What follows belongs to an exercise in optimizing a design on an open flow for small area; a production flow would make more cautious choices.
RTL that was checked went through simulation tests only; none was proved equivalent to the original.
Function not checked in run 1: the RTL went through the layout flow alone.
Power is estimated from default activity; no workload was simulated.

<file path="design/flow/constraint.sdc">
create_clock -name core_clock -period 20.0 [get_ports {clk}]
set_input_delay 4.0000 -clock core_clock [delete_from_list [all_inputs] [get_ports {clk}]]
set_output_delay 4.0000 -clock core_clock [all_outputs]
set_load 0.01 [all_outputs]
</file>
<file path="design/flow/config.mk">
export PLATFORM = sky130hd
export DESIGN_NAME = scl_energy
export DESIGN_NICKNAME = scl_energy
export VERILOG_FILES = /design/flow/design.v
export SDC_FILE = /design/flow/constraint.sdc
export NUM_CORES = 4
export LEC_CHECK = 0
export ABC_AREA = 1
export CAP_MARGIN = 0
export CORE_MARGIN = 2
export CORE_UTILIZATION = 70
export SLEW_MARGIN = 0
</file>
<file path="design/flow/design.v">
`default_nettype none
module scl_energy (
    input  wire        clk,
    input  wire        rst,               
    input  wire [31:0] cfg_up_thr,        
    input  wire [31:0] cfg_dn_thr,        
    input  wire [16:0] cfg_r_cable,       
    input  wire [8:0]  cfg_i_start,       
    input  wire        in_valid,
    output wire        in_ready,
    input  wire        in_tick,
    input  wire [31:0] in_v,
    input  wire [31:0] in_ih,
    input  wire [31:0] in_il,
    input  wire        in_ovr_v,
    input  wire        in_ovr_ih,
    input  wire        in_ovr_il,
    input  wire        in_lost_v,
    input  wire        in_lost_ih,
    input  wire        in_lost_il,
    output reg         out_valid,
    output wire [63:0] out_e_imp,
    output wire [63:0] out_e_exp,
    output wire [3:0]  out_flags,         
    output wire        out_dir,
    output wire        out_range_low,
    output wire        out_lock,
    output wire [15:0] out_range_sw
);
    localparam [1:0] M_IDLE = 2'd0, M_SMP = 2'd1, M_TK1 = 2'd2, M_TK2 = 2'd3;
    localparam [10:0] K_1599 = 11'd1599;
    localparam [11:0] K_1599X = {K_1599, 1'b0};    
    reg  [6:0]  ph;                  
    reg  [1:0]  md;                  
    wire        smp = (md == M_SMP);
    wire        tk1 = (md == M_TK1);
    wire        tk2 = (md == M_TK2);
    wire        last = (ph == 7'd99);
    reg  [99:0] ra;
    reg  [49:0] rb;
    reg  [24:0] rc;
    reg         z;                   
    reg         pz;                  
    reg         psub;                
    reg         pclr;                
    reg         range_low, lock, dir;
    reg         f_low, f_gap, f_ovr, creep;
    reg         [31:0] r1;           
    reg         [20:0] r2;           
    reg         ca, cc;              
    reg         kc, eq, swinc;       
    reg         sc;                  
    reg         nc;                  
    reg         sgn, seen, nz;       
    reg         cs, seenc;           
    assign in_ready = (ph == 7'd98) && (smp || tk1);
    reg         pv;                  
    reg         gt_up, lt_dn;        
    reg         seenl;               
    wire        pre     = !ph[5] && ph[6] && (md == M_IDLE || tk2);
    wire        lk      = lock | in_lost_il;
    wire        to_high = range_low && (lk || in_ovr_il || gt_up);
    wire        low_a   = range_low && !to_high;
    wire        below   = !lk && lt_dn;
    wire        cnt_cond = !low_a && below;
    wire        selL    = pre || (smp && low_a && !in_lost_il);
    wire        selH    = smp && !low_a && !in_lost_ih;
    wire [31:0] i_par   = ({32{selL}} & in_il) | ({32{selH}} & in_ih);
    wire        gap     = in_lost_v || in_lost_ih;
    wire        ovr     = (in_ovr_v && !in_lost_v) || (in_ovr_ih && !in_lost_ih);
    wire [4:0]  idx     = ph[4:0] | {5{smp && (ph[6] | ph[5])}};
    wire        i_b     = i_par[idx];
    wire        v_b     = !in_lost_v && in_v[idx];
    wire        l_b     = i_b ^ (in_il[31] & seenl);     
    wire        u_b     = cfg_up_thr[idx];
    wire        d_b     = cfg_dn_thr[idx];
    wire        a0 = ra[0];
    wire        b0 = rb[0];
    wire        c0 = rc[0];
    wire        zacc = z | pz;
    wire        zcn  = z | pclr;
    wire        zcnt = z | range_low;
    wire        acc_eff = (ph < 7'd39) ? (!zacc && a0) :
                          (ph < 7'd46) ? (!zacc && (psub ? ra[47] : a0)) :
                                         (!zacc && !psub && a0);
    wire        h_eff   = !zacc && (psub ? (ph < 7'd7) && ra[86] : ra[39]);
    wire        swa_eff = !z && a0;
    wire        c_eff   = !zcn && b0;
    wire        swb_eff = !z && b0;
    wire        cnt_eff = !zcnt && c0;
    wire        swc_eff = !z && c0;
    wire        n_eff   = !zcn && c0;
    wire        win_acc = (ph <= 7'd93);
    wire        win_swa = (ph >= 7'd94) && (ph <= 7'd97);
    wire        win_c   = (ph <= 7'd41);
    wire        win_swb = (ph >= 7'd42) && (ph <= 7'd49);
    wire        win_cnt = (ph >= 7'd1) && (ph <= 7'd11);
    wire        win_swc = (ph >= 7'd12) && (ph <= 7'd15);
    wire        win_n   = (ph >= 7'd16) && (ph <= 7'd25);
    wire        win_sw  = win_swa || win_swb || win_swc;
    wire        win_q   = (ph <= 7'd46);
    wire        m2_a  = tk1 ? (win_c && (c_eff ^ (cs & seenc))) : v_b;
    wire        m2_b  = tk1 ? (win_n && n_eff) : i_b;
    wire [21:0] m2_c1 = tk1 ? 22'd1000 : 22'd1000000;
    wire [21:0] m2_c2 = tk1 ? {13'd0, cfg_i_start} : {5'd0, cfg_r_cable};
    wire [21:0] m2_x  = {r2[20], r2};
    wire [21:0] m2_p  = {22{m2_a}} & m2_c1;
    wire [21:0] m2_q  = {22{m2_b}} & ~m2_c2;
    wire [21:0] m2_t  = m2_x ^ m2_p ^ m2_q;
    wire [21:0] m2_u  = {(m2_x[20:0] & m2_p[20:0]) | (m2_x[20:0] & m2_q[20:0]) | (m2_p[20:0] & m2_q[20:0]), m2_b};
    wire [22:0] m2_k;
    wire [21:0] s2;
    assign m2_k[0] = 1'b0;
    genvar g;
    generate
        for (g = 0; g < 22; g = g + 1) begin : g_m2
            assign s2[g]     = m2_t[g] ^ m2_u[g] ^ m2_k[g];
            assign m2_k[g+1] = (m2_t[g] & m2_u[g]) | (m2_t[g] & m2_k[g]) | (m2_u[g] & m2_k[g]);
        end
    endgenerate
    wire        y_b   = s2[0];
    wire        xb    = tk1 ? ((ph <= 7'd54) ? !h_eff : !sgn) : ra[39];
    wire        fb    = xb ^ r1[0];
    wire        m1_y  = smp ? y_b : fb;
    wire [31:0] m1_op = i_par | {25'd0, {7{tk1 || tk2}} & 7'd125};
    wire [32:0] m1_x  = {r1[31], r1};
    wire [32:0] m1_p  = {33{m1_y}} & {m1_op[31], m1_op};
    wire [33:0] m1_k;
    wire [32:0] s1;
    assign m1_k[0] = 1'b0;
    generate
        for (g = 0; g < 33; g = g + 1) begin : g_m1
            assign s1[g]     = m1_x[g] ^ m1_p[g] ^ m1_k[g];
            assign m1_k[g+1] = (m1_x[g] & m1_p[g]) | (m1_x[g] & m1_k[g]) | (m1_p[g] & m1_k[g]);
        end
    endgenerate
    wire        p_b   = s1[0] && !gap;
    wire        acc_s = acc_eff ^ p_b ^ ca;
    wire        acc_c = (acc_eff & p_b) | (acc_eff & ca) | (p_b & ca);
    wire        c_s   = c_eff ^ i_b ^ cc;
    wire        c_c   = (c_eff & i_b) | (c_eff & cc) | (i_b & cc);
    wire        cnt_s = cnt_cond && (cnt_eff ^ kc);
    wire        sw_in = win_swa ? swa_eff : win_swb ? swb_eff : swc_eff;
    wire        sc_in = (ph == 7'd12) ? swinc : sc;
    wire        sw_s  = sw_in ^ (smp & sc_in);
    wire        n_s   = n_eff ^ nc;
    wire        mag   = fb ^ (sgn & seen);               
    wire        q_imp = !creep && !sgn && fb;
    wire        q_exp = !creep && sgn && mag;
    reg         wa, wb, wc;
    always @* begin
        wa = a0;
        wb = b0;
        wc = c0;
        if (smp) begin
            wa = win_acc ? acc_s : win_swa ? sw_s : 1'b0;
            wb = win_c ? c_s : win_swb ? sw_s : b0;
            wc = win_cnt ? cnt_s : win_swc ? sw_s : win_n ? n_s : c0;
        end else if (tk1) begin
            wa = win_acc ? acc_eff : win_swa ? swa_eff : 1'b0;
            wb = win_c ? c_eff : win_swb ? swb_eff : b0;
            wc = win_cnt ? cnt_eff : win_swc ? swc_eff : win_n ? n_eff : c0;
        end else if (tk2) begin
            if (win_c)
                wb = q_exp;
            if (ph >= 7'd42 && ph <= 7'd46)
                wc = q_exp;
        end
    end
    wire [1:0]  nmd = tk1 ? M_TK2 : !in_valid ? M_IDLE : in_tick ? M_TK1 : pv ? M_SMP : M_IDLE;
    wire        s99 = smp ? ra[94] : (!tk2 && !zacc && !psub && ra[94]);    
    wire        cs99 = smp ? rb[42] : (!tk2 && !zcn && rb[42]);            
    always @(posedge clk) begin
        ra <= {wa, ra[99:1]};
        if (tk2 && ph == 7'd0)
            ra[91:85] <= r1[6:0];                    
        if (tk2 && win_q)
            ra[38] <= q_imp;                         
        rb <= {wb, rb[49:1]};
        rc <= {wc, rc[24:1]};
        r2 <= last ? 21'd0 : s2[21:1];
        if (last && !tk1)
            r1 <= {32{(nmd == M_TK1) && s99}};
        else
            r1 <= s1[32:1];
        ca <= last ? 1'b0 : acc_c;
        cc <= last ? 1'b0 : c_c;
        if (ph == 7'd0) begin
            kc <= 1'b1;
            eq <= 1'b1;
        end else if (win_cnt) begin
            kc <= kc & cnt_eff;
            eq <= eq & (cnt_eff == K_1599X[ph[3:0]]);
        end
        if (ph == 7'd11)
            swinc <= to_high || (cnt_cond && eq && (cnt_eff == K_1599[10]));
        if (win_sw)
            sc <= sc_in & sw_in;
        nc <= (ph == 7'd15) ? 1'b1 : win_n ? (nc & n_eff) : nc;
        if (last && !tk1)
            sgn <= s99;
        if (last) begin
            seen <= 1'b0;
            nz   <= 1'b0;
        end else if (tk2 && win_q) begin
            seen <= seen | fb;
            nz   <= nz | fb;
        end
        if (last) begin
            cs    <= cs99;
            seenc <= 1'b0;
        end else if (win_c)
            seenc <= seenc | c_eff;
        if (pre) begin
            seenl <= seenl | i_b;
            if (l_b != u_b) gt_up <= l_b;
            if (l_b != d_b) lt_dn <= d_b;
        end else if (ph == 7'd63 && !smp) begin
            seenl <= 1'b0;
            gt_up <= 1'b0;
            lt_dn <= 1'b0;
        end
    end
    always @(posedge clk) begin
        if (rst) begin
            ph        <= 7'd0;
            md        <= M_IDLE;
            z         <= 1'b1;
            pz        <= 1'b0;
            psub      <= 1'b0;
            pclr      <= 1'b0;
            range_low <= 1'b0;
            lock      <= 1'b0;
            dir       <= 1'b0;
            f_low     <= 1'b0;
            f_gap     <= 1'b0;
            f_ovr     <= 1'b0;
            creep     <= 1'b0;
            out_valid <= 1'b0;
        end else begin
            ph        <= last ? 7'd0 : ph + 7'd1;
            out_valid <= tk2 && last;
            if (ph == 7'd64)
                pv <= in_valid && !smp && !tk1;
            if (last)
                md <= nmd;
            if (ph == 7'd98 && smp) begin
                lock      <= lk;
                range_low <= low_a || (swinc && !to_high);
                f_low     <= (f_low && !zcn) || low_a;
                f_gap     <= (f_gap && !zcn) || gap;
                f_ovr     <= (f_ovr && !zcn) || ovr;
            end
            if (ph == 7'd98 && tk1) begin
                f_low     <= f_low && !zcn;
                f_gap     <= f_gap && !zcn;
                f_ovr     <= f_ovr && !zcn;
            end
            if (last && tk1)
                creep <= y_b;
            if (last && (smp || tk1)) begin
                z    <= 1'b0;
                pz   <= 1'b0;
                psub <= 1'b0;
                pclr <= 1'b0;
            end
            if (last && tk2) begin
                if (!creep && (sgn || nz))
                    dir <= sgn;
                pz   <= creep;
                psub <= !creep;
                pclr <= 1'b1;
            end
        end
    end
    assign out_e_imp     = {17'd0, ra[85:39]};
    assign out_e_exp     = {17'd0, rc[21:17], rb[41:0]};
    assign out_flags     = {f_low, creep, f_ovr, f_gap};
    assign out_dir       = dir;
    assign out_range_low = range_low;
    assign out_lock      = lock;
    assign out_range_sw  = {ra[97:94], rb[49:42], rc[15:12]};
endmodule
`default_nettype wire
</file>
<file path="design/flow/flow/abc_area.script">
strash
dch
map -a
topo
</file>
<file path="design/flow/flow/run.sh">
#!/bin/bash
# The standard ORFS layout (standard.sh), with these changes passed to make:
#  - abc maps for area only (strash; dch; map -a; topo): a copy of ORFS's
#    scripts folder with abc_area.script replaced (SCRIPTS_DIR);
#  - one tie cell drives all constant outputs (SKIP_REPAIR_TIE_FANOUT);
#  - port buffers use the smallest buffer cell, sky130_fd_sc_hd__buf_1;
#  - clock tree synthesis uses clkbuf_4 in small clusters and no dummy loads.
# ORFS's whole output goes to standard.log here; its step logs stay in orfs/logs/.
set -euo pipefail
cp -r "$FLOW_HOME/scripts" scripts_area
cp flow/abc_area.script scripts_area/abc_area.script
export SKIP_REPAIR_TIE_FANOUT=1
export BUFFER_PORTS_ARGS="-buffer_cell sky130_fd_sc_hd__buf_1"
export CTS_ARGS="-sink_clustering_enable -repair_clock_nets -dont_use_dummy_load -buf_list sky130_fd_sc_hd__clkbuf_4 -sink_clustering_size 10 -sink_clustering_max_diameter 40"
sed "s|^make -C |make SCRIPTS_DIR=$PWD/scripts_area -C |" standard.sh > standard_area.sh
bash standard_area.sh > standard.log 2>&1
</file>
<file path="design/flow/standard.sh">
#!/bin/bash
# synth_recipe.tcl (not shown) runs the flow's synth.tcl, then flattens the netlist and writes it again
# the make line also repeats each setting of config.mk as NAME=value (left out here)
make -C /OpenROAD-flow-scripts/flow DESIGN_CONFIG=/design/flow/config.mk WORK_HOME=/design/flow/orfs CLKGATE_MAP_FILE= SYNTH_SCRIPT=/design/flow/synth_recipe.tcl "${@:-finish}"
</file>
==> results of run 1 <==
worst min-delay path by stage:
stage           start     end  slack [ps]  depth (start not counted)
2_1_floorplan   ra[1]   ra[0]         310                          0
3_3_place_gp   rc[11]  rc[10]         310                          0
3_5_place_dp    rc[7]   rc[6]         310                          0
4_1_cts         rc[3]   rc[2]         300                          0
5_1_grt        ra[99]  ra[98]         320                          0
6_report       ra[99]  ra[98]         310                          0
per-stage QoR:
stage	hold slack, ps	util	TNS (ps)
2_1_floorplan	310	-	0
3_3_place_gp	311	0.770	0
3_5_place_dp	312	0.770	-468
4_1_cts	303	0.787	0
5_1_grt	315	0.788	0
6_report	308	0.788	0
critical path: cells and delay by family:
family	cells	cell delay [ps]
fa+ha+maj	34	13080
compound gates	9	1110
simple gates	8	820
buf+inv	7	780
cell usage after synthesis, types with 6 or more instances:
library cell / count
nor3_1: 10
a32o_1: 6
a21oi_1: 66
fa_1: 65
a32oi_1: 7
dfxtp_1: 257
o21ai_0: 102
clkinv_1: 125
edfxtp_1: 8
a22oi_1: 42
ha_1: 21
mux2_2: 7
nor2_1: 183
buf_4: 99
nand2_1: 140
nand3_1: 32
o211ai_1: 8
o22ai_1: 10
o221ai_1: 12
flip-flops by register name (all words and copies together) (netlist names), 2 cells and up:
signal  count
md          2
ph          7
r1         32
r2         21
ra        100
rb         50
rc         25
kinds of logic after synthesis:
group | share of synthesized area
AOI/OAI and AO/OA | 0.143
xor gates and xnor gates | 0.00385
adders and majority gates | 0.138
buffers and inverters | 0.107
DFF | 0.474
muxes | 0.00694
other | 0.000330
and+or+nand+nor | 0.128
final cells by class:
class,instances,area share
timing repair buffer,330,0.106
multi-input combinational,737,0.384
antenna,1,0.000200
sequential,265,0.430
clock buffer,35,0.0210
inverter,125,0.0377
tap,216,0.0216
routing by layer:
layer	share of wire	vias to the layer above
met5	0.00026	-
met4	0.032	2
met3	0.082	88
met2	0.50	494
met1	0.39	4521
li1	-	4510
repair_timing:
action / CTS / global route
buffers inserted: 0 / 1
resized for setup: 0 / 6
hold buffers: 0 / 0
endpoints found under the setup margin: 0 / 2
report_power, final:
group	switching [mW]	internal (mW)
Combinational	0.121	0.0836
Clock	0.157	0.0813
Sequential	0.0125	0.559
Total	0.291	0.724
==> summary.md, run 1 <==
| Metric | Value |
|---|---|
| Final RePlAce weighted congestion | `1.01` |
| Total power | `1.01 mW` |
| Core footprint | `~16000 um^2` |
| Final setup vio count | `0` |
| Met1 usage | `0.437` |
| Met2 usage | `0.612` |
| Post-DRT Antenna Nets | `0` |
| Post-synth ARST share | `0` |
| Reg2Reg Setup Slack | `2580 ps` |
| Main synth FF type | `dfxtp_1` |
| Die width | `131 um` |
| Synthesized area | `11400 um^2` |
| CP endpoint | `r1[30]` |
| Seq cells post-synth | `265` |
| DP Worst Slack | `-286 ps` |
| # rows | `46` |
| Post-synth top area share | `0.453` |
| Syn Area/Cell | `9.27 um^2` |
| Clock tree sinks | `between 200 and 300` |
| Max stage delay on crit path | `between 400 and 500 ps` |
| Initial DRC Count | `a little under 900` |
| Post-DP HPWL | `23200 um` |
| Via count | `9615` |
| Final Hold Viols | `0` |
| DRT Pass-1 Iters | `6` |
| Multi-input logic area | `between 4000 and 5000 um^2` |
| YS warnings | `1` |
| WL/cell | `18.0 um` |
| CTS clk-pin slew, worst paths | `100 ps` |
| Max-Cap Viols | `0` |
| Top Usage Layer GRT | `met2` |
| # nets final | `1776` |
| Post-route setup slack | `611 ps` |
| # DRC | `0` |
| P&R area growth vs syn | `10.2%` |
| Pwr Density | `81.0 nW/um^2` |
| Fill cells | `1078` |
| Unrepaired setup endpoints after global routing | `false` |
| Worst Path Arrival | `a little under 20000 ps` |
| PortBufs | `314` |
| Die Area | `17300 um^2` |
| Most common cell after layout, fill and taps aside | `buf_1` |
| Commonest non-fill, non-tap cells in the layout | `buf_1, dfxtp_1, nor2_1` |
| Final Max Tran Viols | `0` |
| Die height | `about 130 um` |
| Crit. End Element | `flop` |
| Post-synth EDFFs | `8` |
| Slew of the pin with the lowest slew margin | `1220 ps` |
| Sequential cell area | `5390 um^2` |
| Worst R2R Start | `md[1]` |
| Non-filler cells, final | `1709` |
| Layout cells sized above 1 | `0.0496` |
| CP Class | `input pin to flop` |
| Skew final | `41.7 ps` |
| IO Count | `349` |
| CTS root buffer | `clkbuf_4` |
| Fin crit share | `0.969` |
| Worst R2R Path Depth | `56` |
| Final Instance Area | `~13000 um^2` |
| Largest cells by area after synthesis | `dfxtp_1, fa_1, buf_4, nor2_1, nand2_1` |
| Grt ovf | `0` |
| Cells after DPL | `1672` |
| Num CTS Buffers | `35` |
| Critical Path RT | `20430 ps` |
| CP max FO | `32` |
| CTS tree | `built` |
| Number of global-route vias before repair | `9712` |
| Max stage delay cell, worst path | `fa_1` |
| Worst skew pair latency | `600 ps` |
| Fmax | `51.6 MHz` |
| Worst r2r dst | `r1[30]` |
| P_leak | `4.67 nW` |
| Max VDD drop | `0.0711 mV` |
| WL final | `30800 um` |
| Dpl cell area | `around 12000 um^2` |
| Largest net degree at the start of global routing | `64` |
| Longest Clk Path Bufs | `3` |
| Sequential share of the synthesized area | `0.474` |
| Antenna violations before repair | `3` |
| Distinct cells, synth | `34` |
| Hold/Removal Path Class | `flop to flop` |
| CTS H-tree lvls | `2` |
| CP Launch Type | `input pin` |
| Via-to-Cell Ratio | `5.63` |
| Global-route wire length before repair | `48700 um` |
| Slew Limit Headroom | `0.183` |
| Total GRT Usage | `0.355` |
| Post-Syn Instances | `1226` |
| Worst Setup SP | `in_ovr_il` |
| CP most frequent cell | `fa_1` |
| Initial core utilization | `0.715` |
| Yosys top cell by area | `dfxtp_1` |
| Met3 GRT Util | `0.0748` |
| Minimum clock period | `19390 ps` |
| Outcome | `timing/DRC/antenna clean` |
==> inputs of run 2 (changes only) <==
--- a/design/flow/design.v
+++ b/design/flow/design.v
@@ -48,15 +48,16 @@
     reg         [31:0] r1;           
     reg         [20:0] r2;           
-    reg         ca, cc;              
-    reg         kc, eq, swinc;       
-    reg         sc;                  
+    reg         ca;                  
+    reg         cc;                  
+    reg         kc;                  
+    reg         eq;                  
     reg         nc;                  
-    reg         sgn, seen, nz;       
-    reg         cs, seenc;           
+    reg         sgn;                 
+    reg         cs;                  
     assign in_ready = (ph == 7'd98) && (smp || tk1);
     reg         pv;                  
     reg         gt_up, lt_dn;        
     reg         seenl;               
-    wire        pre     = !ph[5] && ph[6] && (md == M_IDLE || tk2);
+    wire        pre     = !ph[5] && ph[6] && !smp;
     wire        lk      = lock | in_lost_il;
     wire        to_high = range_low && (lk || in_ovr_il || gt_up);
@@ -64,6 +65,6 @@
     wire        below   = !lk && lt_dn;
     wire        cnt_cond = !low_a && below;
-    wire        selL    = pre || (smp && low_a && !in_lost_il);
-    wire        selH    = smp && !low_a && !in_lost_ih;
+    wire        selL    = pre || (low_a && !in_lost_il);
+    wire        selH    = !pre && !low_a && !in_lost_ih;
     wire [31:0] i_par   = ({32{selL}} & in_il) | ({32{selH}} & in_ih);
     wire        gap     = in_lost_v || in_lost_ih;
@@ -100,13 +101,13 @@
     wire        win_sw  = win_swa || win_swb || win_swc;
     wire        win_q   = (ph <= 7'd46);
-    wire        m2_a  = tk1 ? (win_c && (c_eff ^ (cs & seenc))) : v_b;
+    wire        m2_a  = tk1 ? (win_c && (c_eff ^ (cs & nc))) : v_b;
     wire        m2_b  = tk1 ? (win_n && n_eff) : i_b;
     wire [21:0] m2_c1 = tk1 ? 22'd1000 : 22'd1000000;
     wire [21:0] m2_c2 = tk1 ? {13'd0, cfg_i_start} : {5'd0, cfg_r_cable};
     wire [21:0] m2_x  = {r2[20], r2};
-    wire [21:0] m2_p  = {22{m2_a}} & m2_c1;
-    wire [21:0] m2_q  = {22{m2_b}} & ~m2_c2;
+    wire [21:0] m2_p  = {22{m2_a}} & ~m2_c1;
+    wire [21:0] m2_q  = {22{m2_b}} & m2_c2;
     wire [21:0] m2_t  = m2_x ^ m2_p ^ m2_q;
-    wire [21:0] m2_u  = {(m2_x[20:0] & m2_p[20:0]) | (m2_x[20:0] & m2_q[20:0]) | (m2_p[20:0] & m2_q[20:0]), m2_b};
+    wire [21:0] m2_u  = {(m2_x[20:0] & m2_p[20:0]) | (m2_x[20:0] & m2_q[20:0]) | (m2_p[20:0] & m2_q[20:0]), m2_a};
     wire [22:0] m2_k;
     wire [21:0] s2;
@@ -123,5 +124,5 @@
     wire        fb    = xb ^ r1[0];
     wire        m1_y  = smp ? y_b : fb;
-    wire [31:0] m1_op = i_par | {25'd0, {7{tk1 || tk2}} & 7'd125};
+    wire [31:0] m1_op = smp ? i_par : 32'd125;
     wire [32:0] m1_x  = {r1[31], r1};
     wire [32:0] m1_p  = {33{m1_y}} & {m1_op[31], m1_op};
@@ -135,5 +136,5 @@
         end
     endgenerate
-    wire        p_b   = s1[0] && !gap;
+    wire        p_b   = !s1[0] || gap;           
     wire        acc_s = acc_eff ^ p_b ^ ca;
     wire        acc_c = (acc_eff & p_b) | (acc_eff & ca) | (p_b & ca);
@@ -142,8 +143,8 @@
     wire        cnt_s = cnt_cond && (cnt_eff ^ kc);
     wire        sw_in = win_swa ? swa_eff : win_swb ? swb_eff : swc_eff;
-    wire        sc_in = (ph == 7'd12) ? swinc : sc;
+    wire        sc_in = (ph == 7'd12) ? eq : kc;
     wire        sw_s  = sw_in ^ (smp & sc_in);
     wire        n_s   = n_eff ^ nc;
-    wire        mag   = fb ^ (sgn & seen);               
+    wire        mag   = fb ^ (sgn & ca);                 
     wire        q_imp = !creep && !sgn && fb;
     wire        q_exp = !creep && sgn && mag;
@@ -179,37 +180,45 @@
         rb <= {wb, rb[49:1]};
         rc <= {wc, rc[24:1]};
-        r2 <= last ? 21'd0 : s2[21:1];
+        r2 <= last ? {21{nmd == M_TK1}} : s2[21:1];
         if (last && !tk1)
             r1 <= {32{(nmd == M_TK1) && s99}};
         else
             r1 <= s1[32:1];
-        ca <= last ? 1'b0 : acc_c;
-        cc <= last ? 1'b0 : c_c;
+        if (last)
+            ca <= !tk1;
+        else if (!tk2)
+            ca <= acc_c;
+        else if (win_q)
+            ca <= ca | fb;
+        if (last)
+            cc <= 1'b0;
+        else if (!tk2)
+            cc <= c_c;
+        else if (win_q)
+            cc <= cc | fb;
         if (ph == 7'd0) begin
             kc <= 1'b1;
             eq <= 1'b1;
+        end else if (ph == 7'd11) begin
+            kc <= kc & cnt_eff;
+            eq <= to_high || (cnt_cond && eq && (cnt_eff == K_1599[10]));
         end else if (win_cnt) begin
             kc <= kc & cnt_eff;
             eq <= eq & (cnt_eff == K_1599X[ph[3:0]]);
-        end
-        if (ph == 7'd11)
-            swinc <= to_high || (cnt_cond && eq && (cnt_eff == K_1599[10]));
-        if (win_sw)
-            sc <= sc_in & sw_in;
-        nc <= (ph == 7'd15) ? 1'b1 : win_n ? (nc & n_eff) : nc;
+        end else if (win_sw)
+            kc <= sc_in & sw_in;
+        if (last)
+            nc <= 1'b0;
+        else if (tk1) begin
+            if (win_c)
+                nc <= nc | c_eff;
+        end else if (ph == 7'd15)
+            nc <= 1'b1;
+        else if (win_n)
+            nc <= nc & n_eff;
         if (last && !tk1)
             sgn <= s99;
-        if (last) begin
-            seen <= 1'b0;
-            nz   <= 1'b0;
-        end else if (tk2 && win_q) begin
-            seen <= seen | fb;
-            nz   <= nz | fb;
-        end
-        if (last) begin
-            cs    <= cs99;
-            seenc <= 1'b0;
-        end else if (win_c)
-            seenc <= seenc | c_eff;
+        if (last)
+            cs <= cs99;
         if (pre) begin
             seenl <= seenl | i_b;
@@ -247,5 +256,5 @@
             if (ph == 7'd98 && smp) begin
                 lock      <= lk;
-                range_low <= low_a || (swinc && !to_high);
+                range_low <= low_a || (eq && !to_high);
                 f_low     <= (f_low && !zcn) || low_a;
                 f_gap     <= (f_gap && !zcn) || gap;
@@ -258,5 +267,5 @@
             end
             if (last && tk1)
-                creep <= y_b;
+                creep <= !y_b;
             if (last && (smp || tk1)) begin
                 z    <= 1'b0;
@@ -266,5 +275,5 @@
             end
             if (last && tk2) begin
-                if (!creep && (sgn || nz))
+                if (!creep && (sgn || cc))
                     dir <= sgn;
                 pz   <= creep;
--- a/design/flow/flow/run.sh
+++ b/design/flow/flow/run.sh
@@ -3,5 +3,4 @@
 #  - abc maps for area only (strash; dch; map -a; topo): a copy of ORFS's
 #    scripts folder with abc_area.script replaced (SCRIPTS_DIR);
-#  - one tie cell drives all constant outputs (SKIP_REPAIR_TIE_FANOUT);
 #  - port buffers use the smallest buffer cell, sky130_fd_sc_hd__buf_1;
 #  - clock tree synthesis uses clkbuf_4 in small clusters and no dummy loads.
@@ -10,5 +9,4 @@
 cp -r "$FLOW_HOME/scripts" scripts_area
 cp flow/abc_area.script scripts_area/abc_area.script
-export SKIP_REPAIR_TIE_FANOUT=1
 export BUFFER_PORTS_ARGS="-buffer_cell sky130_fd_sc_hd__buf_1"
 export CTS_ARGS="-sink_clustering_enable -repair_clock_nets -dont_use_dummy_load -buf_list sky130_fd_sc_hd__clkbuf_4 -sink_clustering_size 10 -sink_clustering_max_diameter 40"
--- a/design/flow/config.mk
+++ b/design/flow/config.mk
@@ -9,4 +9,4 @@
 export CAP_MARGIN = 0
 export CORE_MARGIN = 2
-export CORE_UTILIZATION = 70
+export CORE_UTILIZATION = 60
 export SLEW_MARGIN = 0
==> run 2 against run 1 <==
  * Still clean on timing, DRC and antenna
  * Clock skew up 47 ps
  * Routed wire length is 9.3% lower
  * Core utilization decreased by 10 points
  * First-iteration DRC count down 31%
  * Total power increased by 20%
  * Die area grew 15%
  * Count of clock-buffer cells in the layout up 1
  * Synthesized cell count is 0.98% lower
  * Critical path type unchanged
  * Critical endpoint unchanged
  * Largest cell class unchanged
  * Highest routed layer is now met4
==> summary.md, run 2 <==
| Metric | Value |
|---|---|
| Antenna violations before repair | `1` |
| Distinct cells, synth | `37` |
| Layout cells sized above 1 | `0.0636` |
| Commonest cells in the netlist | `dfxtp_1, nor2_1, nand2_1, clkinv_1, buf_4` |
| CTS root buffer | `clkbuf_4` |
| # nets final | `1810` |
| Yosys top cell by area | `dfxtp_1` |
| Post-synth top area share | `0.449` |
| Slew Limit Headroom | `0.209` |
| Critical Path RT | `20500 ps` |
| NetSw | `0.387 mW` |
| CTS clk-pin slew, worst paths | `~100 ps` |
| Number of global-route vias before repair | `9106` |
| Final core occ | `0.684` |
| CP max FO | `11` |
| CP Class | `input pin to flop` |
| Max VDD drop | `0.0384 mV` |
| Post-DRT Antenna Nets | `0` |
| # DRC | `0` |
| Hold/Removal Path Class | `flop to flop` |
| CP Launch Type | `input pin` |
| Max stage delay on crit path | `roughly 440 ps` |
| Crit. End Element | `flop` |
| Final Hold Viols | `0` |
| PortBufs | `314` |
| Cell family with most CP delay | `adder cells` |
| Post-DP HPWL | `approximately 21000 um` |
| Num CTS Buffers | `36` |
| Synthesized area | `11300 um^2` |
| Max FFs per register | `100` |
| Via count | `9332` |
| Final RePlAce weighted congestion | `0.974` |
| Largest registers | `ra: 100 flops, rb: 50 flops, r1: 32 flops` |
| Grt ovf | `0` |
| Most common cell after layout, fill and taps aside | `buf_1` |
| Worst Path Arrival | `between 15000 and 20000 ps` |
| CTS tree | `built` |
| Comb power frac | `0.296` |
| Slew of the pin with the lowest slew margin | `1190 ps` |
| WL/cell | `15.9 um` |
| Most common cell in the netlist | `dfxtp_1` |
| Main synth FF type | `dfxtp_1` |
| DRT Pass-1 Iters | `6` |
| Worst skew pair latency | `620 ps` |
| Largest net degree at the start of global routing | `65` |
| Fin crit share | `0.971` |
| Global-route wire length before repair | `44900 um` |
| Non-filler cells, final | `1762` |
| Fmax | `~50 MHz` |
| Switch share | `0.318` |
| Cells after DPL | `1723` |
| Top reg by flops | `ra` |
| P&R area growth vs syn | `12.6%` |
| Clock tree sinks | `260` |
| Longest Clk Path Bufs | `3` |
| Via-to-Cell Ratio | `around 5.3` |
| Sequential share of the synthesized area | `0.467` |
| CP most frequent cell | `fa_1` |
| Pwr Density | `95.5 nW/um^2` |
| YS warnings | `1` |
| Minimum clock period | `19420 ps` |
| Post-synth ARST share | `0` |
| WL final | `approximately 28000 um` |
| Reg power frac | `0.508` |
| Syn Area/Cell | `9.30 um^2` |
| Die Area | `19900 um^2` |
| Core footprint | `around 19000 um^2` |
| Unrepaired setup endpoints after global routing | `false` |
| Skew final | `89.1 ps` |
| Die width | `~140 um` |
| Post-Syn Instances | `between 1000 and 1500` |
| Seq cells post-synth | `260` |
| Die height | `141 um` |
| Largest cells by area after synthesis | `dfxtp_1, fa_1, buf_4, nor2_1, nand2_1` |
| Initial DRC Count | `612` |
| # rows | `50` |
| Final setup vio count | `0` |
| Clock share of power | `0.195` |
| Max stage delay cell, worst path | `fa_1` |
| CTS Hold Bufs | `0` |
| P_leak | `5.06 nW` |
| Commonest non-fill, non-tap cells in the layout | `buf_1, dfxtp_1, nor2_1, nand2_1, clkinv_1` |
| CTS H-tree lvls | `2` |
| Initial core utilization | `0.608` |
| Worst Path Buf+Inv | `6` |
| Outcome | `timing/DRC/antenna clean` |
| Total GRT Usage | `0.283` |
| Final Max Tran Viols | `0` |
| Post-synth EDFFs | `7` |
| Power Internal | `between 0.8 and 0.9 mW` |
| Fill cells | `~1600` |
| IO Count | `349` |
| Max-Cap Viols | `0` |
-- run 2: per-layer routing --
layer | up-vias | routed length (um) | track usage
met5 | - | 0 | 0
met4 | 0 | 969 | 0.108
met3 | 61 | 2150 | 0.0493
met2 | 454 | 13500 | 0.478
met1 | 4296 | 11300 | 0.364
li1 | 4521 | - | -
-- run 2: layout make-up --
cell class              count  area [um^2]  share of cell area
diodes                      2         5.00            0.000394
multi-input cells         752         4940               0.389
repair buffers            342         1410               0.111
flip-flops and latches    260         5280               0.415
well taps                 234          293              0.0230
clock buffers              36          270              0.0213
inverters                 136          517              0.0407
-- run 2: path summary, 6_finish.rpt --
check	startpoint	depth (start not counted)	to	slack, ps
worst max-delay path	in_lost_il	57	r1[30]	580
worst min register to register	rc[22]	0	rc[21]	280
worst max register to register	md[1]	53	r1[30]	1530
worst min-delay path	rc[22]	0	rc[21]	280
-- run 2: worst register-to-register path, delay by kind of cell (launching register included) --
kind	cells	cell delay, ps
buffers and inverters	5	1660
adders and majority gates	35	13400
DFF	1	370
AOI/OAI and AO/OA	7	1490
and+or+nand+nor	6	1410
-- run 2: stage by stage --
stage          setup WS (ps)  setup TNS, ps  hold slack [ps]  instance area, um^2  power, mW
4_1_cts                  458              0              276                12700       1.23
5_1_grt                 7.36              0              269                12700       1.33
3_3_place_gp             207              0              310                12400      0.972
3_5_place_dp            -211           -305              312                12400      0.988
2_1_floorplan           24.7              0              310                11400      0.893
6_report                 579              0              283                12700       1.21
-- run 2: cell families (layout without fill, tap and decap cells) --
group / after synthesis / count (layout) / share of synthesized area
AOI/OAI and AO/OA: 257 / 257 / 0.142
xor gates and xnor gates: 6 / 6 / 0.00465
adders and majority gates: 86 / 86 / 0.141
buffers and inverters: 235 / 514 / 0.111
DFF: 260 / 260 / 0.467
muxes: 7 / 7 / 0.00698
other: 1 / 36 / 0.000332
and+or+nand+nor: 362 / 362 / 0.127
-- run 2: power groups by stage --
stage | Clock, mW | Combinational, mW | Sequential, mW
after floorplan | 0 | 0.271 | 0.622
after global placement | 0 | 0.342 | 0.629
after detailed placement | 0 | 0.359 | 0.629
after CTS | 0.248 | 0.363 | 0.618
after global routing | 0.270 | 0.431 | 0.625
final | 0.237 | 0.360 | 0.617
-- run 2: timing repair --
action,CTS,global route
setup endpoints to repair,0,2
setup buffers,0,1
resized for setup,0,9
hold endpoints to repair,0,0
==> inputs of run 3 (changes only) <==
--- a/design/flow/config.mk
+++ b/design/flow/config.mk
@@ -9,4 +9,4 @@
 export CAP_MARGIN = 0
 export CORE_MARGIN = 2
-export CORE_UTILIZATION = 60
+export CORE_UTILIZATION = 70
 export SLEW_MARGIN = 0
==> run 3 against run 2 <==
  * Worst setup slack better by 42 ps
  * Register-to-register slack better by 520 ps
  * Die area is 14% lower
  * Total power is 0.92% higher
  * Global-route usage is 4.3 points higher
  * Final area hardly changed
  * Via count is 1.9% higher
  * Hold slack better by 7.6 ps
  * Still clean
==> summary.md, run 3 <==
| Metric | Value |
|---|---|
| Commonest non-fill, non-tap cells in the layout | `buf_1, dfxtp_1, nor2_1` |
| P&R area growth vs syn | `12.7%` |
| # DRC | `0` |
| Synthesized area | `11300 um^2` |
| Slew of the pin with the lowest slew margin | `approximately 1200 ps` |
| Number of global-route vias before repair | `9077` |
| Minimum clock period | `19380 ps` |
| TNS Setup | `0 ps` |
| Slew Limit Headroom | `0.203` |
| YS warnings | `1` |
| Fill cells | `about 1100` |
| Die height | `131 um` |
| Via count | `9507` |
| CP Launch Type | `input pin` |
| Worst skew pair latency | `roughly 620 ps` |
| # nets final | `1805` |
| Largest net degree at the start of global routing | `64` |
| Worst Path Arrival | `19840 ps` |
| CP most frequent cell | `fa_1` |
| Longest Clk Path Bufs | `3` |
| Post-route setup slack | `621 ps` |
| Sequential cell area | `5280 um^2` |
| PostCTS Resize Cnt | `0` |
| Core footprint | `15800 um^2` |
| Largest cells by area after synthesis | `dfxtp_1, fa_1, buf_4, nor2_1, nand2_1` |
| P_leak | `5.04 nW` |
| DRT Pass-1 Iters | `8` |
| CTS H-tree lvls | `2` |
| Final Max Tran Viols | `0` |
| IO Count | `349` |
| CTS Hold Bufs | `0` |
| WL final | `about 28000 um` |
| Syn Area/Cell | `9.30 um^2` |
| Die Area | `approximately 17000 um^2` |
| Yosys top cell by area | `dfxtp_1` |
| Crit. End Element | `flop` |
| Final RePlAce weighted congestion | `0.967` |
| Max stage delay on crit path | `approximately 600 ps` |
| Via-to-Cell Ratio | `5.46` |
| Hold Crit Start | `ra[3]` |
| Top reg by flops | `ra` |
| CP max FO | `16` |
| Antenna violations before repair | `3` |
| Largest registers | `ra: 100 flops, rb: 50 flops, r1: 32 flops` |
| CTS root buffer | `clkbuf_4` |
| Post-DRT Antenna Nets | `0` |
| Seq cells post-synth | `260` |
| Initial DRC Count | `a little under 700` |
| # rows | `46` |
| CP Class | `input pin to flop` |
| Most common cell after layout, fill and taps aside | `buf_1` |
| Multi-input logic area | `4980 um^2` |
| Layout cells sized above 1 | `0.0657` |
| CTS tree | `built` |
| DP Worst Slack | `-369 ps` |
| CTS clk-pin slew, worst paths | `100 ps` |
| Post-synth ARST share | `0` |
| Skew final | `92.0 ps` |
| Worst r2r dst | `r1[30]` |
| Global-route wire length before repair | `~43000 um` |
| Die width | `131 um` |
| Max stage delay cell, worst path | `fa_1` |
| Fin crit share | `0.969` |
| Grt ovf | `0` |
| Final setup vio count | `0` |
| Clock tree sinks | `260` |
| Main synth FF type | `dfxtp_1` |
| Worst hold path stage count | `0` |
| Hold endpoint | `ra[2]` |
| Critical Path RT | `around 20000 ps` |
| Max-Cap Viols | `0` |
| Outcome | `timing/DRC/antenna clean` |
| Final Hold Viols | `0` |
| Commonest cells in the netlist | `dfxtp_1, nor2_1, nand2_1, clkinv_1, buf_4` |
| Initial core utilization | `0.713` |
| Post-CTS setup buffers | `0` |
| Worst R2R Start | `md[1]` |
| Reg2Reg Setup Slack | `between 2000 and 2500 ps` |
| Distinct cells, synth | `37` |
| Pwr Density | `96.3 nW/um^2` |
| PortBufs | `314` |
| Worst R2R Path Depth | `50` |
| Post-synth EDFFs | `7` |
| Post-Syn Instances | `1214` |
| Num CTS Buffers | `35` |
| Hold/Removal Path Class | `flop to flop` |
| Post-synth top area share | `0.449` |
| Post-DP HPWL | `around 21000 um` |
| Max VDD drop | `about 0.058 mV` |
| Hold Slack | `291 ps` |
| Sequential share of the synthesized area | `0.467` |
| Total GRT Usage | `0.325` |
| Max FFs per register | `100` |
| Most common cell in the netlist | `dfxtp_1` |
| Fmax | `51.6 MHz` |
| WL/cell | `16.2 um` |
[run 3: cell counts after synthesis]
Identical to the previous run, type by type.
[run 3: metal layers]
metal  vias to the layer above  share of wire  GRT usage
met5                         -              0          0
met4                         0          0.037      0.136
met3                        83          0.090     0.0668
met2                       539           0.49      0.559
met1                      4391           0.38      0.400
li1                       4494              -          -
[run 3: power breakdown]
group          total, mW  switching (mW)  internal (mW)
sequential         0.618          0.0347          0.583
combinational      0.371           0.206          0.166
clock              0.236           0.155         0.0810
total               1.23           0.396          0.830
[run 3: worst max path at each step]
stage | startpoint | to | slack [ps]
6_report | in_lost_il | r1[30] | 620
5_1_grt | in_lost_il | r1[30] | -2
4_1_cts | in_lost_il | r1[30] | 220
3_5_place_dp | in_lost_il | r1[30] | -370
3_3_place_gp | in_lost_il | r1[30] | 180
2_1_floorplan | in_ovr_il | r1[30] | 20
[run 3: cell families after synthesis]
family,Yosys count,share of synthesized area
and+or+nand+nor,362,0.127
DFF,260,0.467
AOI/OAI and AO/OA,257,0.142
buffers and inverters,235,0.111
adders and majority gates,86,0.141
muxes,7,0.00698
xor gates and xnor gates,6,0.00465
other,1,0.000332
[run 3: cell type report]
type / count / area share
repair buffers: 338 / 0.111
multi-input cells: 752 / 0.391
clock buffers: 35 / 0.0207
flip-flops and latches: 260 / 0.415
inverters: 136 / 0.0406
well taps: 216 / 0.0212
diodes: 3 / 0.000590
[run 3: critical path, delay by kind of cell]
kind	cells	cell delay, ps
compound gates	8	1290
fa+ha+maj	34	13150
buf+inv	6	600
simple gates	9	800
[run 3: stage by stage]
stage	utilization	power, mW	std cells	cell area [um^2]
after floorplan	-	0.893	1247	11400
after global placement	0.779	0.966	1700	12300
after detailed placement	0.779	0.994	1700	12300
after CTS	0.796	1.23	1735	12600
after global routing	0.804	1.32	1740	12700
final	0.804	1.23	1740	12700
==> inputs of run 4 (changes only) <==
--- a/design/flow/flow/run.sh
+++ b/design/flow/flow/run.sh
@@ -3,4 +3,5 @@
 #  - abc maps for area only (strash; dch; map -a; topo): a copy of ORFS's
 #    scripts folder with abc_area.script replaced (SCRIPTS_DIR);
+#  - one tie cell drives all constant outputs (SKIP_REPAIR_TIE_FANOUT);
 #  - port buffers use the smallest buffer cell, sky130_fd_sc_hd__buf_1;
 #  - clock tree synthesis uses clkbuf_4 in small clusters and no dummy loads.
@@ -9,4 +10,5 @@
 cp -r "$FLOW_HOME/scripts" scripts_area
 cp flow/abc_area.script scripts_area/abc_area.script
+export SKIP_REPAIR_TIE_FANOUT=1
 export BUFFER_PORTS_ARGS="-buffer_cell sky130_fd_sc_hd__buf_1"
 export CTS_ARGS="-sink_clustering_enable -repair_clock_nets -dont_use_dummy_load -buf_list sky130_fd_sc_hd__clkbuf_4 -sink_clustering_size 10 -sink_clustering_max_diameter 40"
==> run 4 against run 3 <==
  * Clock skew increased by 2.4 ps
  * Count of clock-buffer cells in the layout decreased by 1
  * Die area unchanged
  * Hold slack improved by 12 ps
  * Clock power decreased by 2%
  * Final area decreased by 0.90%
  * Global-route usage decreased by 1.0 points
  * Area after synthesis unchanged
  * Total power decreased by 0.69%
  * Sequential cell count unchanged
  * Critical endpoint unchanged
  * Largest cell class unchanged
  * Highest routed layer unchanged
==> summary.md, run 4 <==
| Metric | Value |
|---|---|
| CP max FO | `16` |
| Total GRT Usage | `0.315` |
| Top reg by flops | `ra` |
| Max-Cap Viols | `0` |
| Post-DRT Antenna Nets | `0` |
| Synthesized area | `11300 um^2` |
| WL final | `about 27000 um` |
| Fmax | `51.3 MHz` |
| Max stage delay on crit path | `540 ps` |
| Number of global-route vias before repair | `8907` |
| PortBufs | `314` |
| Critical Path RT | `20440 ps` |
| Syn Area/Cell | `9.30 um^2` |
| # nets final | `1778` |
| Post-CTS setup buffers | `0` |
| Slew of the pin with the lowest slew margin | `~1200 ps` |
| Final setup vio count | `0` |
| Global-route wire length before repair | `42100 um` |
| Grt ovf | `0` |
| Via-to-Cell Ratio | `5.48` |
| Core footprint | `15800 um^2` |
| Crit. End Element | `flop` |
| Pwr Density | `96.5 nW/um^2` |
| Initial core utilization | `0.713` |
| Final Max Tran Viols | `0` |
| Minimum clock period | `around 20000 ps` |
| Num CTS Buffers | `34` |
| Distinct cells, synth | `37` |
| Main synth FF type | `dfxtp_1` |
| Longest Clk Path Bufs | `3` |
| CTS tree | `built` |
| TNS Setup | `0 ps` |
| Sequential share of the synthesized area | `0.467` |
| Fin crit share | `0.975` |
| Max FFs per register | `100` |
| Worst skew pair latency | `just over 600 ps` |
| # rows | `46` |
| Max VDD drop | `between 0.07 and 0.08 mV` |
| Final RePlAce weighted congestion | `between 0.9 and 1` |
| CP most frequent cell | `fa_1` |
| Most common cell after layout, fill and taps aside | `buf_1` |
| PostCTS Resize Cnt | `0` |
| CTS Hold Bufs | `0` |
| Final Hold Viols | `0` |
| Largest registers | `ra: 100 flops, rb: 50 flops, r1: 32 flops` |
| CTS root buffer | `clkbuf_4` |
| CTS clk-pin slew, worst paths | `roughly 110 ps` |
| Worst R2R Path Depth | `50` |
| Seq cells post-synth | `260` |
| Die height | `131 um` |
| YS warnings | `1` |
| Largest net degree at the start of global routing | `65` |
| Post-synth EDFFs | `7` |
| Outcome | `timing/DRC/antenna clean` |
| Commonest non-fill, non-tap cells in the layout | `buf_1, dfxtp_1, nor2_1` |
| Most common cell in the netlist | `dfxtp_1` |
| Cells after DPL | `~1700` |
| Commonest cells in the netlist | `dfxtp_1, nor2_1, nand2_1, clkinv_1, buf_4` |
| Initial DRC Count | `roughly 670` |
| CP Launch Type | `input pin` |
| Post-synth top area share | `0.449` |
| Post-Syn Instances | `1214` |
| Clock tree sinks | `260` |
| CP Class | `input pin to flop` |
| P_leak | `4.96 nW` |
| Total power | `1.22 mW` |
| Post-synth ARST share | `0` |
| Hold Slack | `303 ps` |
| Final core occ | `0.796` |
| WL/cell | `15.9 um` |
| Slew Limit Headroom | `0.213` |
| Via count | `9392` |
| Hold/Removal Path Class | `flop to flop` |
| Non-filler cells, final | `1714` |
| DRT Pass-1 Iters | `7` |
| Layout cells sized above 1 | `0.0669` |
| IO Count | `349` |
| Post-DP HPWL | `between 20000 and 25000 um` |
| # DRC | `0` |
| Die width | `roughly 130 um` |
| CTS H-tree lvls | `2` |
| Yosys top cell by area | `dfxtp_1` |
| Antenna violations before repair | `4` |
| Max stage delay cell, worst path | `fa_1` |
| Skew final | `94.4 ps` |
| Worst Path Arrival | `19940 ps` |
| P&R area growth vs syn | `11.6%` |
| Die Area | `17200 um^2` |
| Worst hold path stage count | `0` |
| Largest cells by area after synthesis | `dfxtp_1, fa_1, buf_4, nor2_1, nand2_1` |
-- run 4: critical path, delay by kind of cell --
kind | cells | cell delay (ps)
buffers and inverters | 6 | 570
adders and majority gates | 34 | 13160
and+or+nand+nor | 8 | 770
AOI/OAI and AO/OA | 9 | 1380
-- run 4: logic make-up (layout without fill, tap and decap cells) --
kind of cell / after synthesis / count (layout) / share of synthesized area
other: 1 / 5 / 0.000332
buffers and inverters: 235 / 515 / 0.111
AOI/OAI and AO/OA: 257 / 257 / 0.142
xor gates and xnor gates: 6 / 6 / 0.00465
and+or+nand+nor: 362 / 362 / 0.127
adders and majority gates: 86 / 86 / 0.141
DFF: 260 / 260 / 0.467
muxes: 7 / 7 / 0.00698
-- run 4: power by group --
part	leakage, nW	total (mW)	internal [mW]	switching [mW]
clock network	0.156	0.231	0.0790	0.152
logic	2.68	0.369	0.165	0.203
registers	2.13	0.617	0.583	0.0338
total	4.96	1.22	0.827	0.390
-- run 4: path summary, 6_finish.rpt --
check                                 from     end  slack [ps]
worst max-delay path            in_lost_il  r1[30]         510
worst min-delay path                rb[36]  rb[35]         300
worst max register to register       md[1]  r1[30]        1880
worst min register to register      rb[36]  rb[35]         300
-- run 4: per-layer routing --
metal | GRT usage | vias up | share of wire
met5 | 0 | - | 0
met4 | 0.150 | 0 | 0.040
met1 | 0.381 | 4339 | 0.39
li1 | - | 4495 | -
met3 | 0.0672 | 83 | 0.083
met2 | 0.537 | 475 | 0.49
-- run 4: layout make-up --
| class | instances | area [um^2] |
|---|---|---|
| repair buffers | 345 | 1440 |
| clock buffers | 34 | 255 |
| inverters | 136 | 517 |
| diodes | 4 | 10.0 |
| multi-input cells | 719 | 4840 |
| well taps | 216 | 270 |
| fillers | 1129 | 3220 |
| flip-flops and latches | 260 | 5280 |
-- run 4: stage by stage --
step	cell area, um^2	setup slack [ps]
global placement	12300	205
finish	12600	505
floorplan	11300	24.7
CTS	12500	305
detailed placement	12300	-272
global route	12600	-26.4

[re-timing with driven ports]
The results above use ideal ports. As a check the final layouts listed here were re-extracted and re-timed, cells and wires unchanged.
Step 1: set_driving_cell puts a clkbuf_16 on clk and a buf_2 on each other input, an assumption about the parent block.
Step 2, shift: input delay + t, output delay - t, t = (earliest + latest rising clock arrival at the registers) / 2. This alone moves slack from input paths to output paths.
Slacks: no drivers / after step 1 / after step 2; pairs: no drivers / after step 1.
run	t, ns	setup slack, ns	hold WS [ns]	worst setup path after step 2
run 1	0.623	0.611 / 0.611 / -0.012	0.308 / 0.308 / 0.308	input to register
run 2	0.629	0.579 / 0.586 / -0.043	0.283 / 0.283 / 0.283	input to register
run 3	0.616	0.621 / 0.636 / 0.020	0.291 / 0.291 / 0.291	input to register
run 4	0.616	0.505 / 0.523 / -0.093	0.303 / 0.303 / 0.303	input to register
With both steps, setup timing fails in run 1, run 2 and run 4, where it was met with ideal ports. For run 1, which loses most, drivers alone change the setup slack by 0.000 ns; drivers and shift together by -0.623 ns.
